Background: an optimization exercise with open tools, aiming at small area, a short achievable clock period and few clock cycles per item. Do not read the settings as production practice.
The RTL was checked by simulation tests, not by an equivalence proof against the original design.

==> flow/design.v (excerpt) <==
module symcode_decoder (
    input  wire        clk,
    input  wire        rst,
    input  wire        in_valid,
    output wire        in_ready,
    input  wire [71:0] in_beat,
    output wire        out_valid,
    input  wire        out_ready,
    output wire [63:0] out_data,
    output wire [3:0]  out_status
);
For scale: about 3100 cells after synthesis, about 1000 flip-flops, ~150 I/O pins, roughly 36000 sq um of cells after synthesis.
==> flow/config.mk <==
export PLATFORM = sky130hd
export DESIGN_NAME = symcode_decoder
export DESIGN_NICKNAME = symcode_decoder
export VERILOG_FILES = /design/flow/design.v
export SDC_FILE = /design/flow/constraint.sdc
export NUM_CORES = 4
export LEC_CHECK = 0
export CAP_MARGIN = 20
export CORE_MARGIN = 2
export CORE_UTILIZATION = 40
export SETUP_SLACK_MARGIN = 5
export SLEW_MARGIN = 20
==> flow/constraint.sdc <==
create_clock -name core_clock -period 10.0 [get_ports {clk}]
set_input_delay 2.0000 -clock core_clock [delete_from_list [all_inputs] [get_ports {clk}]]
set_output_delay 2.0000 -clock core_clock [all_outputs]
set_load 0.01 [all_outputs]
standard.sh (not shown) runs the stock make flow with config.mk's settings and CLKGATE_MAP_FILE= SYNTH_SCRIPT=/design/flow/synth_recipe.tcl, a recipe that flattens the netlist after the stock synthesis.
==> flow/flow/run.sh <==
#!/bin/bash
set -uo pipefail
MARGIN=${MARGIN:-7}
sed "s/SETUP_SLACK_MARGIN=[0-9.]*/SETUP_SLACK_MARGIN=$MARGIN/" standard.sh > standard_margin.sh
grep -q "SETUP_SLACK_MARGIN=$MARGIN" standard_margin.sh || sed -i "s/make -C/make SETUP_SLACK_MARGIN=$MARGIN -C/" standard_margin.sh
bash standard_margin.sh > standard.log 2>&1
Testbench counts at the start, summed over its fixed seeds: cycles 12,888, bursts 1,600.
Edit:
--- a/flow/design.v
+++ b/flow/design.v
@@ -174,23 +174,23 @@
 module symcode_decoder (
     input  wire        clk,
     input  wire        rst,
     input  wire        in_valid,
     output wire        in_ready,
     input  wire [71:0] in_beat,
     output wire        out_valid,
     input  wire        out_ready,
     output wire [63:0] out_data,
     output wire [3:0]  out_status
 );
-    localparam integer L = 11;
+    localparam integer L = 10;
     function [7:0] gf_mul;
         input [7:0] a;
         input [7:0] b;
         reg   [7:0] acc;
         reg   [7:0] x;
         integer     i;
         begin
             acc = 8'h00;
             x   = a;
             for (i = 0; i < 8; i = i + 1) begin
                 if (b[i])
@@ -208,70 +208,66 @@
             x = 8'h01;
             for (i = 0; i < n; i = i + 1)
                 x = x[7] ? ({x[6:0], 1'b0} ^ 8'h1D) : {x[6:0], 1'b0};
             alpha_pow = x;
         end
     endfunction
     reg  [63:0] ring [0:L-1];
     reg  [L-1:0] v;                  
     reg         in_rdy_q;
     reg  [3:0]  w;                   
     reg  [3:0]  bc;                  
-    reg         nb;                  
-    reg  [2:0]  in_idx, nb_idx;
-    reg  [7:0]  cb_q;
+    reg  [2:0]  in_idx;
     wire in_fire = in_valid && in_rdy_q;
     assign in_ready = in_rdy_q;
     always @(posedge clk) begin
         ring[0] <= in_rdy_q ? in_beat[63:0] : ring[L-1];
-        cb_q    <= in_beat[71:64];
-        nb_idx  <= in_idx;
     end
     genvar s;
     generate
         for (s = 1; s < L; s = s + 1) begin : g_ring
             always @(posedge clk) ring[s] <= ring[s-1];
         end
     endgenerate
     reg  [31:0] acc_a, acc_b;
-    wire [1:0]  nb_g = nb_idx[2:1];
+    wire [1:0]  nb_g = in_idx[2:1];
     wire [31:0] acc_sel = acc_a;
     wire [31:0] acc_nxt;
     genvar i, l;
     generate
         for (i = 0; i < 4; i = i + 1) begin : g_syn
             localparam [7:0] A1 = alpha_pow(i);
             localparam [7:0] A2 = alpha_pow(2 * i);
             localparam [7:0] A4 = alpha_pow(4 * i);
             wire [7:0] pr [0:3];
             for (l = 0; l < 4; l = l + 1) begin : g_p
-                assign pr[l] = gf_mul(ring[0][16*l +: 8], A1) ^ ring[0][16*l+8 +: 8];
+                assign pr[l] = gf_mul(in_beat[16*l +: 8], A1) ^ in_beat[16*l+8 +: 8];
             end
             wire [7:0] q0 = gf_mul(pr[0], A2) ^ pr[1];
             wire [7:0] q1 = gf_mul(pr[2], A2) ^ pr[3];
             wire [7:0] td = gf_mul(q0, A4) ^ q1;
             localparam [7:0] W0 = alpha_pow((i * (255 - 25)) % 255);
             localparam [7:0] W1 = alpha_pow((i * (255 - 18)) % 255);
             localparam [7:0] W2 = alpha_pow((i * (255 - 11)) % 255);
             localparam [7:0] W3 = alpha_pow((i * (255 - 4)) % 255);
-            wire [7:0] cw = (nb_g == 2'd0) ? gf_mul(cb_q, W0) :
-                            (nb_g == 2'd1) ? gf_mul(cb_q, W1) :
-                            (nb_g == 2'd2) ? gf_mul(cb_q, W2) : gf_mul(cb_q, W3);
+            wire [7:0] cw = (nb_g == 2'd0) ? gf_mul(in_beat[71:64], W0) :
+                            (nb_g == 2'd1) ? gf_mul(in_beat[71:64], W1) :
+                            (nb_g == 2'd2) ? gf_mul(in_beat[71:64], W2) : gf_mul(in_beat[71:64], W3);
             localparam [7:0] A8 = alpha_pow((8 * i) % 255);
             wire [7:0] fb = (nb_g == 2'd0) ? 8'h00 : gf_mul(acc_sel[8*i +: 8], A8);
             assign acc_nxt[8*i +: 8] = fb ^ cw ^ td;
         end
     endgenerate
     reg  [31:0] dsyn;                
     always @(posedge clk) begin
-        if (nb) begin
+        if (in_fire) begin
             acc_a <= acc_b;
             acc_b <= acc_nxt;
         end
         dsyn <= acc_nxt;
     end
     reg        in0, in1;             
     reg        dec0, dec1;           
     wire [7:0] d_e;
     wire       d_fx;
     wire [4:0] d_j;
     wire [1:0] d_st;
@@ -336,42 +332,40 @@
             else
                 assign v_nxt[s] = v[s-1];
         end
     endgenerate
     wire [3:0] w_nxt = in_fire ? 4'd0 : (w == 4'd0 ? L - 1 : w - 4'd1);
     always @(posedge clk) begin
         if (rst) begin
             v        <= {L{1'b0}};
             in_rdy_q <= 1'b1;
             w        <= 4'd0;
             bc       <= 4'd0;
-            nb       <= 1'b0;
             in_idx   <= 3'd0;
             in0      <= 1'b0;
             in1      <= 1'b0;
             dec0     <= 1'b0;
             dec1     <= 1'b0;
             res_v0   <= 1'b0;
             res_v1   <= 1'b0;
             out_v    <= 1'b0;
             out_idx  <= 3'd0;
         end else begin
             v        <= v_nxt;
             in_rdy_q <= !v_nxt[L-1] && (w_nxt == 4'd0 || v_nxt == {L{1'b0}});
             w        <= w_nxt;
             bc       <= miss ? L - 1 : (bc != 4'd0 ? bc - 4'd1 : 4'd0);
-            nb       <= in_fire;
             if (in_fire)
                 in_idx <= in_idx + 3'd1;
-            in0      <= nb && (nb_idx == 3'd6);
-            in1      <= nb && (nb_idx == 3'd7);
+            in0      <= in_fire && (in_idx == 3'd6);
+            in1      <= in_fire && (in_idx == 3'd7);
             dec0     <= in0;
             dec1     <= in1;
             if (deliver && first) begin
                 res_v0 <= 1'b0;
                 res_v1 <= 1'b0;
             end else begin
                 if (dec0) res_v0 <= 1'b1;
                 if (dec1) res_v1 <= 1'b1;
             end
             out_v    <= deliver || (out_v && !out_ready);
             if (deliver)
Outcome:
- die area is lower by a few percent
- routed wire length is higher by roughly a tenth
- non-clock buffer count is higher by 155
- register-to-register slack got worse by 0.16 ns
- via count is higher by a few percent
- synthesized cell count is lower slightly
Testbench counts after the change, summed over its fixed seeds: cycles 12,880, bursts 1,600.

rev 12:
symcode_decoder, a different RTL version from the one above (not shown whole).
For scale: about 4100 cells after synthesis, ~150 I/O pins.
Settings: LEC_CHECK=0, ABC_AREA=1, CAP_MARGIN=20, CORE_MARGIN=2, CORE_UTILIZATION=55, SETUP_SLACK_MARGIN=5, SLEW_MARGIN=20; clock period 10.0 ns.
==> flow/flow/run.sh <==
#!/bin/bash
set -uo pipefail
MARGIN=${MARGIN:-6.7}
sed "s/SETUP_SLACK_MARGIN=[0-9.]*/SETUP_SLACK_MARGIN=$MARGIN/" standard.sh > standard_margin.sh
grep -q "SETUP_SLACK_MARGIN=$MARGIN" standard_margin.sh || sed -i "s/make -C/make SETUP_SLACK_MARGIN=$MARGIN -C/" standard_margin.sh
bash standard_margin.sh > standard.log 2>&1
Testbench counts of rev 12, summed over its fixed seeds: cycles 12,888, bursts 1,600.
What rev 13 does differently from rev 12 at the input level:
diff --git a/flow/design.v b/flow/design.v
--- a/flow/design.v
+++ b/flow/design.v
@@ -364,27 +364,28 @@
     assign lin_d[26] = ring0[5] ^ ring0[58] ^ lx68 ^ lx76 ^ lx77 ^ lx78 ^ lx82 ^ lx114 ^ lx116 ^ lx149;
     assign lin_d[27] = ring0[59] ^ lx97 ^ lx114 ^ lx151 ^ lx152 ^ lx155;
     assign lin_d[28] = ring0[37] ^ ring0[49] ^ ring0[60] ^ lx73 ^ lx85 ^ lx93 ^ lx116 ^ lx152;
     assign lin_d[29] = ring0[8] ^ ring0[50] ^ lx83 ^ lx107 ^ lx116 ^ lx125 ^ lx128 ^ lx156;
     assign lin_d[30] = ring0[9] ^ ring0[28] ^ ring0[62] ^ lx69 ^ lx92 ^ lx101 ^ lx108 ^ lx140 ^ lx151 ^ lx153;
     assign lin_d[31] = ring0[3] ^ ring0[21] ^ ring0[24] ^ ring0[29] ^ ring0[41] ^ ring0[63] ^ lx64 ^ lx69 ^ lx110 ^ lx118 ^ lx127 ^ lx137;
     genvar i, l;
     generate
         for (i = 0; i < 4; i = i + 1) begin : g_syn
             wire [7:0] td = lin_d[8*i +: 8];
             localparam [7:0] W0 = alpha_pow((i * (255 - 25)) % 255);
-            localparam [7:0] B1 = alpha_pow((i * 7) % 255);
-            localparam [7:0] B2 = alpha_pow((i * 14) % 255);
-            wire [7:0] y0 = gf_mul(cb_q, W0);
-            wire [7:0] y1 = nb_g[0] ? gf_mul(y0, B1) : y0;
-            wire [7:0] cw = nb_g[1] ? gf_mul(y1, B2) : y1;
+            localparam [7:0] W1 = alpha_pow((i * (255 - 18)) % 255);
+            localparam [7:0] W2 = alpha_pow((i * (255 - 11)) % 255);
+            localparam [7:0] W3 = alpha_pow((i * (255 - 4)) % 255);
+            wire [7:0] cw = (nb_g == 2'd0) ? gf_mul(cb_q, W0) :
+                            (nb_g == 2'd1) ? gf_mul(cb_q, W1) :
+                            (nb_g == 2'd2) ? gf_mul(cb_q, W2) : gf_mul(cb_q, W3);
             localparam [7:0] A8 = alpha_pow((8 * i) % 255);
             wire [7:0] fb = (nb_g == 2'd0) ? 8'h00 : gf_mul(acc_sel[8*i +: 8], A8);
             assign acc_nxt[8*i +: 8] = fb ^ cw ^ td;
         end
     endgenerate
     always @(posedge clk) begin
         if (nb) begin
             acc_a <= acc_b;
             acc_b <= acc_nxt;
         end
     end
### Flow results
- Rev 13 finished end to end and its layout was clean on timing, DRC and antenna.
- In rev 13, post-synthesis instance total is lower than in rev 12.
- Rev 13 vs rev 12 — number of cell rows dropped by a few percent
- Lower detailed route wirelength on metal2 was reported by rev 12, not rev 13.
- On clock-pin slew on the worst setup and hold paths, rev 12 and rev 13 are basically level.
- Side by side, setup slack after layout turned out lower in rev 13 than in rev 12.
- Going from rev 12 to rev 13, the cell depth of the worst flop-to-flop path was found to have gone up by 15.
- Across both runs, area after synthesis was lower for rev 13 than for rev 12.
- Rev 13 drops fewer vias than rev 12.
- Compared with rev 12, rev 13 shows post-placement worst setup slack higher by 23 ps.
Testbench counts of rev 13, summed over its fixed seeds: cycles 12,888, bursts 1,600.

trial 21:
RTL: one of the versions met above, not the one the previous note started from.
Size: ~3,800 cells after synthesis, roughly 36,000 µm² of cells after synthesis.
export LEC_CHECK = 0
export ABC_AREA = 1
export CAP_MARGIN = 20
export CORE_MARGIN = 2
export CORE_UTILIZATION = 40
export SETUP_SLACK_MARGIN = 5
export SLEW_MARGIN = 20
create_clock -name core_clock -period 10.0 [get_ports {clk}]
==> flow/flow/run.sh <==
#!/bin/bash
set -uo pipefail
MARGIN=${MARGIN:-7}
sed "s/SETUP_SLACK_MARGIN=[0-9.]*/SETUP_SLACK_MARGIN=$MARGIN/" standard.sh > standard_margin.sh
grep -q "SETUP_SLACK_MARGIN=$MARGIN" standard_margin.sh || sed -i "s/make -C/make SETUP_SLACK_MARGIN=$MARGIN -C/" standard_margin.sh
bash standard_margin.sh > standard.log 2>&1
Testbench counts of trial 21, summed over its fixed seeds: cycles 12,888, bursts 1,600.
### trial 21 -> trial 41
diff --git a/flow/design.v b/flow/design.v
--- a/flow/design.v
+++ b/flow/design.v
@@ -218,30 +218,26 @@
     reg  [3:0]  bc;                  
     reg         nb;                  
     reg  [2:0]  in_idx, nb_idx;
     reg  [7:0]  cb_q;
     wire in_fire = in_valid && in_rdy_q;
     assign in_ready = in_rdy_q;
     always @(posedge clk) begin
         ring[0] <= in_rdy_q ? in_beat[63:0] : ring[L-1];
         cb_q    <= in_beat[71:64];
         nb_idx  <= in_idx;
     end
-    wire [63:0] cmask;               
     genvar s;
     generate
         for (s = 1; s < L; s = s + 1) begin : g_ring
-            if (s == L - 2)
-                always @(posedge clk) ring[s] <= ring[s-1] ^ cmask;
-            else
-                always @(posedge clk) ring[s] <= ring[s-1];
+            always @(posedge clk) ring[s] <= ring[s-1];
         end
     endgenerate
     reg  [31:0] acc_a, acc_b;
     wire [1:0]  nb_g = nb_idx[2:1];
     wire [31:0] acc_sel = acc_a;
     wire [31:0] acc_nxt;
     wire [63:0] ring0 = ring[0];
     wire [31:0] lin_d;
     wire lx64 = ring0[14] ^ ring0[46];
     wire lx65 = ring0[10] ^ ring0[55];
     wire lx66 = ring0[13] ^ ring0[23];
@@ -401,50 +397,55 @@
     reg  [4:0] res_j0, res_j1;
     reg  [1:0] res_st0, res_st1;
     reg        res_v0, res_v1;       
     always @(posedge clk) begin
         if (dec0) begin
             res_e0 <= d_e; res_fx0 <= d_fx; res_j0 <= d_j; res_st0 <= d_st;
         end
         if (dec1) begin
             res_e1 <= d_e; res_fx1 <= d_fx; res_j1 <= d_j; res_st1 <= d_st;
         end
     end
-    reg        a0, a1;               
-    reg  [2:0] c0, c1;               
-    wire       k0 = a0 && !c0[0];    
-    wire       k1 = a1 && !c1[0];
-    wire [7:0] x_e  = ({8{dec0 || dec1}} & d_e) | ({8{k0}} & res_e0) | ({8{k1}} & res_e1);
-    wire       x_fx = ((dec0 || dec1) && d_fx) || (k0 && res_fx0) || (k1 && res_fx1);
-    wire [4:0] x_j  = ({5{dec0 || dec1}} & d_j) | ({5{k0}} & res_j0) | ({5{k1}} & res_j1);
-    wire [1:0] x_g  = ({2{k0}} & c0[2:1]) | ({2{k1}} & c1[2:1]);
-    genvar l2;
-    generate
-        for (l2 = 0; l2 < 8; l2 = l2 + 1) begin : g_cmask
-            assign cmask[8*l2 +: 8] = (x_fx && x_j == {x_g, l2[2:0]}) ? x_e : 8'h00;
-        end
-    endgenerate
     reg  [63:0] out_q;
     reg  [3:0]  out_st;
     reg         out_v;
     reg  [2:0]  out_idx;
+    reg  [7:0]  o_e0, o_e1;
+    reg         o_fx0, o_fx1;
+    reg  [4:0]  o_j0, o_j1;
     wire first   = (out_idx == 3'd0);
     wire at_exit = v[L-2] && (bc == 4'd0);
     wire room    = !out_v || out_ready;
     wire deliver = at_exit && room && (!first || (res_v0 && (res_v1 || dec1)));
     wire miss    = at_exit && !deliver;
+    wire [7:0] m_e  = first ? res_e0  : (out_idx[0] ? o_e1  : o_e0);
+    wire       m_fx = first ? res_fx0 : (out_idx[0] ? o_fx1 : o_fx0);
+    wire [4:0] m_j  = first ? res_j0  : (out_idx[0] ? o_j1  : o_j0);
+    wire [63:0] mask;
+    generate
+        for (l = 0; l < 8; l = l + 1) begin : g_mask
+            assign mask[8*l +: 8] = (m_fx && m_j == {out_idx[2:1], l[2:0]}) ? m_e : 8'h00;
+        end
+    endgenerate
     always @(posedge clk) begin
         if (deliver) begin
-            out_q <= ring[L-2];
-            if (first)
+            out_q <= ring[L-2] ^ mask;
+            if (first) begin
                 out_st <= {dec1 ? d_st : res_st1, res_st0};
+                o_e0 <= res_e0; o_fx0 <= res_fx0; o_j0 <= res_j0;
+                if (dec1) begin
+                    o_e1 <= d_e; o_fx1 <= d_fx; o_j1 <= d_j;
+                end else begin
+                    o_e1 <= res_e1; o_fx1 <= res_fx1; o_j1 <= res_j1;
+                end
+            end
         end
     end
     assign out_valid  = out_v;
     assign out_data   = out_q;
     assign out_status = out_st;
     wire [L-1:0] v_nxt;
     assign v_nxt[0] = in_fire || (v[L-1] && !in_rdy_q);
     generate
         for (s = 1; s < L; s = s + 1) begin : g_v
             if (s == L - 1)
                 assign v_nxt[s] = v[s-1] && !deliver;
@@ -459,50 +460,38 @@
             in_rdy_q <= 1'b1;
             w        <= 4'd0;
             bc       <= 4'd0;
             nb       <= 1'b0;
             in_idx   <= 3'd0;
             in0      <= 1'b0;
             in1      <= 1'b0;
             dec0     <= 1'b0;
             dec1     <= 1'b0;
             res_v0   <= 1'b0;
             res_v1   <= 1'b0;
-            a0       <= 1'b0;
-            a1       <= 1'b0;
             out_v    <= 1'b0;
             out_idx  <= 3'd0;
         end else begin
             v        <= v_nxt;
             in_rdy_q <= !v_nxt[L-1] && (w_nxt == 4'd0 || v_nxt == {L{1'b0}});
             w        <= w_nxt;
             bc       <= miss ? L - 1 : (bc != 4'd0 ? bc - 4'd1 : 4'd0);
             nb       <= in_fire;
             if (in_fire)
                 in_idx <= in_idx + 3'd1;
             in0      <= nb && (nb_idx == 3'd6);
             in1      <= nb && (nb_idx == 3'd7);
             dec0     <= in0;
             dec1     <= in1;
             if (deliver && first) begin
                 res_v0 <= 1'b0;
                 res_v1 <= 1'b0;
             end else begin
                 if (dec0) res_v0 <= 1'b1;
                 if (dec1) res_v1 <= 1'b1;
             end
-            if (dec0) begin
-                a0 <= 1'b1; c0 <= 3'd1;
-            end else if (a0) begin
-                a0 <= (c0 != 3'd6); c0 <= c0 + 3'd1;
-            end
-            if (dec1) begin
-                a1 <= 1'b1; c1 <= 3'd1;
-            end else if (a1) begin
-                a1 <= (c1 != 3'd6); c1 <= c1 + 3'd1;
-            end
             out_v    <= deliver || (out_v && !out_ready);
             if (deliver)
                 out_idx <= out_idx + 3'd1;
         end
     end
 endmodule
Notes after the runs:
- Trial 41 against trial 21: area fraction in compound gates after synthesis moved down, total vias in the final route moved down.
- Changes observed in trial 41 relative to trial 21: final worst-path setup slack went down, final cycle utilization of the critical path went up by 0.23 points, gate count after technology mapping fell by 0.77%, number of enable flip-flop cells after synthesis climbed 8.
- On trial 41: netlist area before placement is about 0.6% higher than what trial 21 gave.
- Per the comparison of trial 41 with trial 21, insertion delay to the later sink of the worst-skew pair -0.02 ns; standard cell area after detailed placement +about 0.65%.
- Compared with trial 21, trial 41 shows a higher flip-flop and latch count.
- Higher share of synthesized area occupied by flip-flops and latches was reported by trial 41, not trial 21.
Testbench counts of trial 41, summed over its fixed seeds: cycles 12,888, bursts 1,600.

## static timing again, ports no longer ideal
How much do the figures lean on ideal ports? The routed layouts below were timed once more, with nothing changed but the port constraints.
Step 1 assumes that a clkbuf_16 drives the clock port and a buf_2 every other input.
Step 2 also shifts input and output timing later by t, the mid clock arrival at the registers, as if the neighbouring blocks saw the same clock.
a / b / c = ideal ports / drivers / drivers and shift; a / b = the first two.
run | shift t [ns] | setup slack, ns | hold WS [ns] | worst setup path after step 2
the first run of note 1 | 0.704 | 6.598 / 6.596 / 6.402 | 0.282 / 0.282 / 0.282 | input to register
the second run of note 1 | 0.699 | 6.373 / 6.378 / 5.680 | 0.302 / 0.302 / 0.302 | input to register
rev 12 | 0.692 | 6.739 / 6.669 / 6.221 | 0.311 / 0.311 / 0.311 | input to register
rev 13 | 0.699 | 6.730 / 6.660 / 6.124 | 0.291 / 0.291 / 0.291 | input to register
trial 21 | 0.714 | 6.744 / 6.679 / 6.463 | 0.302 / 0.302 / 0.302 | input to register
trial 41 | 0.710 | 6.721 / 6.653 / 6.439 | 0.315 / 0.315 / 0.315 | input to register
After both steps every run listed still meets setup and hold. The setup slack of the second run of note 1, which loses most, moves by +0.005 ns with the drivers and by -0.693 ns with both steps.
